Background: an optimization exercise with open tools, aiming at small area, a short achievable clock period and few clock cycles per item. Do not read the settings as production practice.
In this exercise RTL edits were held to simulation tests only and were not proved equivalent to the original.

## flow/design.v (module list and top-level ports; edited modules follow where they fit)
// module le_lane: 320 lines
// module mul32x32e: 1053 lines
module le_lane (
    input  wire         clk,
    input  wire         rst,
    input  wire         in_valid,
    output wire         in_ready,
    input  wire [4:0]   in_type,
    input  wire [3:0]   in_opt,
    input  wire         in_run,
    input  wire         in_init,
    input  wire         in_link_hi,
    input  wire         in_link_lo,
    input  wire [31:0]  in_x0,
    input  wire [31:0]  in_x1,
    input  wire [255:0] in_bank,
    input  wire [255:0] in_state,
    output reg          out_valid,
    output wire [31:0]  out_y,
    output wire [255:0] out_state,
    output reg          out_sat
);
  // ...
==> flow/run.sh <==
#!/bin/bash
# synth_recipe.tcl (not shown) runs the flow's synth.tcl, then flattens the netlist and writes it again
# the make line also repeats each setting of config.mk as NAME=value (left out here)
make -C /OpenROAD-flow-scripts/flow DESIGN_CONFIG=/design/flow/config.mk WORK_HOME=/design/flow/orfs CLKGATE_MAP_FILE= SYNTH_SCRIPT=/design/flow/synth_recipe.tcl finish
==> flow/config.mk <==
export PLATFORM = sky130hd
export DESIGN_NAME = le_lane
export DESIGN_NICKNAME = le_lane
export VERILOG_FILES = /design/flow/design.v
export SDC_FILE = /design/flow/constraint.sdc
export NUM_CORES = 4
export LEC_CHECK = 0
export CAP_MARGIN = 40
export CORE_MARGIN = 2
export CORE_UTILIZATION = 35
export PLACE_DENSITY = 0.45
export SETUP_SLACK_MARGIN = 0.6
export SLEW_MARGIN = 20
==> flow/constraint.sdc <==
create_clock -name core_clock -period 18.0 [get_ports {clk}]
set_input_delay 3.6000 -clock core_clock [delete_from_list [all_inputs] [get_ports {clk}]]
set_output_delay 3.6000 -clock core_clock [all_outputs]
set_load 0.01 [all_outputs]
==> flow_metrics.env, run 1 <==
export IMPL_status="timing/DRC/antenna clean"
export IMPL_die_h_um=547
export IMPL_setup_ws_ps=8030
export IMPL_root_buffer="clkbuf_16"
export IMPL_seq_area_frac=0.169
export IMPL_slew_violations=0
export IMPL_synth_fa_ha_area_frac=0.222
export IMPL_final_area_um2=122000
export IMPL_wl_met2_mm=271
export IMPL_drtAntennaViolNets=0
export IMPL_hold_ws_ps=327
export IMPL_chipWidth_um=547
export IMPL_ys_ff_latch=901
export IMPL_met3_length_mm=68.8
export IMPL_fp_dieArea_um2=299000
export IMPL_dominant_cell_class="multi-input combinational cells"
export IMPL_synthMuxAreaShare=0.0424
export IMPL_hold_viol=0
export IMPL_grtUsageMet2=0.618
export IMPL_max_freq_mhz=100
export IMPL_hold_path_end="pr_sh[0]"
export IMPL_worst_pin_slew_ps=1180
export IMPL_startpoint="r_x0[31]"
export IMPL_clk_pin_slew_ps=60
export IMPL_layout_commonest_cell="inv_1"
Testbench counts, summed over its fixed seeds: cycles 15,202, items 4,000.
==> run 2: changes to the inputs <==
--- a/flow/config.mk
+++ b/flow/config.mk
@@ -8,6 +8,6 @@
 export CAP_MARGIN = 40
 export CORE_MARGIN = 2
-export CORE_UTILIZATION = 35
-export PLACE_DENSITY = 0.45
+export CORE_UTILIZATION = 40
+export PLACE_DENSITY = 0.5
 export SETUP_SLACK_MARGIN = 0.6
 export SLEW_MARGIN = 20
==> flow_metrics.env, run 2 <==
export IMPL_required_ps=18540
export IMPL_ys_ff_latch=901
export IMPL_dp_hpwl_mm=497
export IMPL_synthArstFlopShare=0
export IMPL_grt_first_pass_wirelength_mm=849
export IMPL_synth_avg_cell_area_um2=8.32
export IMPL_grt_max_degree=83
export IMPL_ys_warn_count=1
export IMPL_synthTopCellsByArea="dfxtp_1 13%, ha_1 12%, fa_1 11%, edfxtp_1 7.5%, xnor2_1 5.2%"
export IMPL_antenna_found_initial=100
export IMPL_grt_pass1_vias=101813
export IMPL_placed_cells=16271
export IMPL_holdPathStages=0
export IMPL_setup_tns_final_ps=0
export IMPL_placeableCoreArea_um2=257000
export IMPL_layout_common_cells="1,118 x inv_1, 1,070 x nand2_1, 948 x ha_1"
export IMPL_cts_buffers=113
export IMPL_via_per_inst=6.55
export IMPL_synth_common_cells="1,121 x inv_1, 1,075 x nand2_1, 949 x ha_1"
export IMPL_end_kind="flop"
export IMPL_fin_nets=15131
export IMPL_maxCapViolations=0
export IMPL_path_max_fanout=63
export IMPL_synth_edf_count=257
export IMPL_insertion_delay_ps=830
export IMPL_ys_flop_type="dfxtp_1"
export IMPL_top_regs="ost: 256 flops, acc: 98 flops, pr: 64 flops"
export IMPL_cts_hold_buffers_added=0
export IMPL_finalSetupViolCount=0
export IMPL_io_pins=883
export IMPL_status="timing/DRC/antenna clean"
export IMPL_clockBufferDepth=3
export IMPL_top_register="ost"
export IMPL_cts_sinks=901
export IMPL_syn_area_um2=103000
export IMPL_root_buffer="clkbuf_16"
export IMPL_worst_pin_slew_ps=1250
export IMPL_post_cts_resized=0
export IMPL_cts_tree="yes"
export IMPL_grt_usage=0.466
export IMPL_drive_gt1_frac=0.0731
export IMPL_yosysTopAreaCellShare=0.125
export IMPL_layout_commonest_cell="inv_1"
export IMPL_htree_levels=3
export IMPL_wl_mm=634
export IMPL_hold_viol=0
export IMPL_drc=0
export IMPL_startpoint_type="flop"
export IMPL_syn_nets=14481
export IMPL_drtAntennaViolNets=0
export IMPL_clock_skew_ps=71.4
export IMPL_holdCritPathClass="reg -> reg"
export IMPL_dpl_cell_area_um2=116000
export IMPL_detail_route_wl_per_cell_um=38.2
export IMPL_clk_pin_slew_ps=70
export IMPL_floorplan_initialDensity=0.402
export IMPL_synth_cells=12389
export IMPL_final_util=0.472
export IMPL_seq_area_frac_synth=0.200
export IMPL_post_cts_buffers=0
export IMPL_gp_congestion=1.13
export IMPL_first_pass_iters=9
export IMPL_relSlewSlack=0.165
export IMPL_largest_register_ffs=256
export IMPL_crit_type="reg -> reg"
export IMPL_yosys_area_top_type="dfxtp_1"
export IMPL_arrival_ps=10460
export IMPL_rsz0062_at_grt="no"
export IMPL_reg2regPathDepth=26
export IMPL_portBuffers=843
export IMPL_min_period_ps=9930
export IMPL_area_growth_pct=17.5
export IMPL_grt_ovfl_total=0
export IMPL_final_area_um2=121000
export IMPL_synth_most_common_cell="inv_1"
export IMPL_max_freq_mhz=101
export IMPL_fp_dieArea_um2=262000
export IMPL_initialDrtViolationCount=15722
export IMPL_rows=186
export IMPL_yosysUniqueCellTypes=103
export IMPL_vias=108778
export IMPL_die_h_um=512
export IMPL_instances_no_fill=16608
export IMPL_min_period_over_period=0.551
export IMPL_slew_violations=0
export IMPL_chipWidth_um=512
## run 2: stage by stage
stage	hold slack (ps)	setup slack, ps
CTS	319	8510
detailed placement	320	8570
finish	316	8070
global placement	317	7720
global route	321	8140
floorplan	310	8670
## run 2: area by class of cell
cell class              instances  area (um2)
flip-flops and latches        901       20700
repair buffers               1308       12200
well taps                    3384        4230
inverters                    1126        4230
multi-input cells            9589       75500
clock buffers                 142        3110
fillers                     25032      135000
diodes                         84         210
clock inverters                74        1070
## run 2: path summary, 6_finish.rpt
path         startpoint        to  slack (ps)
max             r_x0[7]  ost[207]        8070
min            op_first  pr_first         320
max reg2reg     r_x0[7]  ost[207]        8070
min reg2reg    op_first  pr_first         320
## run 2: worst max-delay path, stage by stage (launching register included)
cell and delay, ps:
dfxtp_1 820, fa_1 540, ha_1 270, or3_1 430
a2111oi_1 620, clkdlybuf4s15_2 340, o32ai_1 150, o21ai_0 500
o22ai_1 180, a31o_2 240, buf_4 320, a21oi_1 340
ha_1 270, nor2b_1 130, o21a_1 180, o21a_1 210
or4_1 490, a21oi_1 330, a21oi_1 270, a21oi_1 210
nor2b_1 70, nor2_1 110, xor2_1 540, o221ai_1 370
a21oi_1 650, a31oi_1 440, or4_1 600
## run 2: layer usage
metal | vias to the layer above | wire, um | global-route usage
li1 | 45355 | - | -
met1 | 53194 | 232000 | 0.554
met2 | 8043 | 264000 | 0.685
met3 | 2146 | 72700 | 0.145
met4 | 40 | 65100 | 0.391
met5 | - | 289 | 0
## run 2: kinds of logic (layout without fill, tap and decap cells)
family	after synthesis	count (layout)	synth area share
AOI/OAI and AO/OA	3590	3590	0.231
and+or+nand+nor	3043	3043	0.141
buffers and inverters	1899	2650	0.0707
adders and majority gates	1500	1500	0.222
xor gates and xnor gates	1090	1090	0.0926
DFF	901	901	0.200
muxes	366	366	0.0424
other	0	84	0

what the ideal ports hide:
The flow's constraints put no driver on any port. The routed layouts listed below were extracted and timed again, unchanged, in two steps.
Step 1 assumes that a clkbuf_16 drives the clock port and a buf_2 every other input.
Step 2 moves the port delays by t, midway between the first and last clock arrival at a register: inputs arrive t later, outputs are due t later. That takes back most of the time a late clock gives input paths.
a / b / c = ideal ports / drivers / drivers and shift; a / b = the first two.
run	t (ns)	setup slack, ns	worst slew at a driven data input, ns
run 1	1.024	8.028 / 8.028 / 8.028	0.29
run 2	0.912	8.075 / 8.075 / 8.075	0.27
After both steps setup and hold are still met in every run listed.
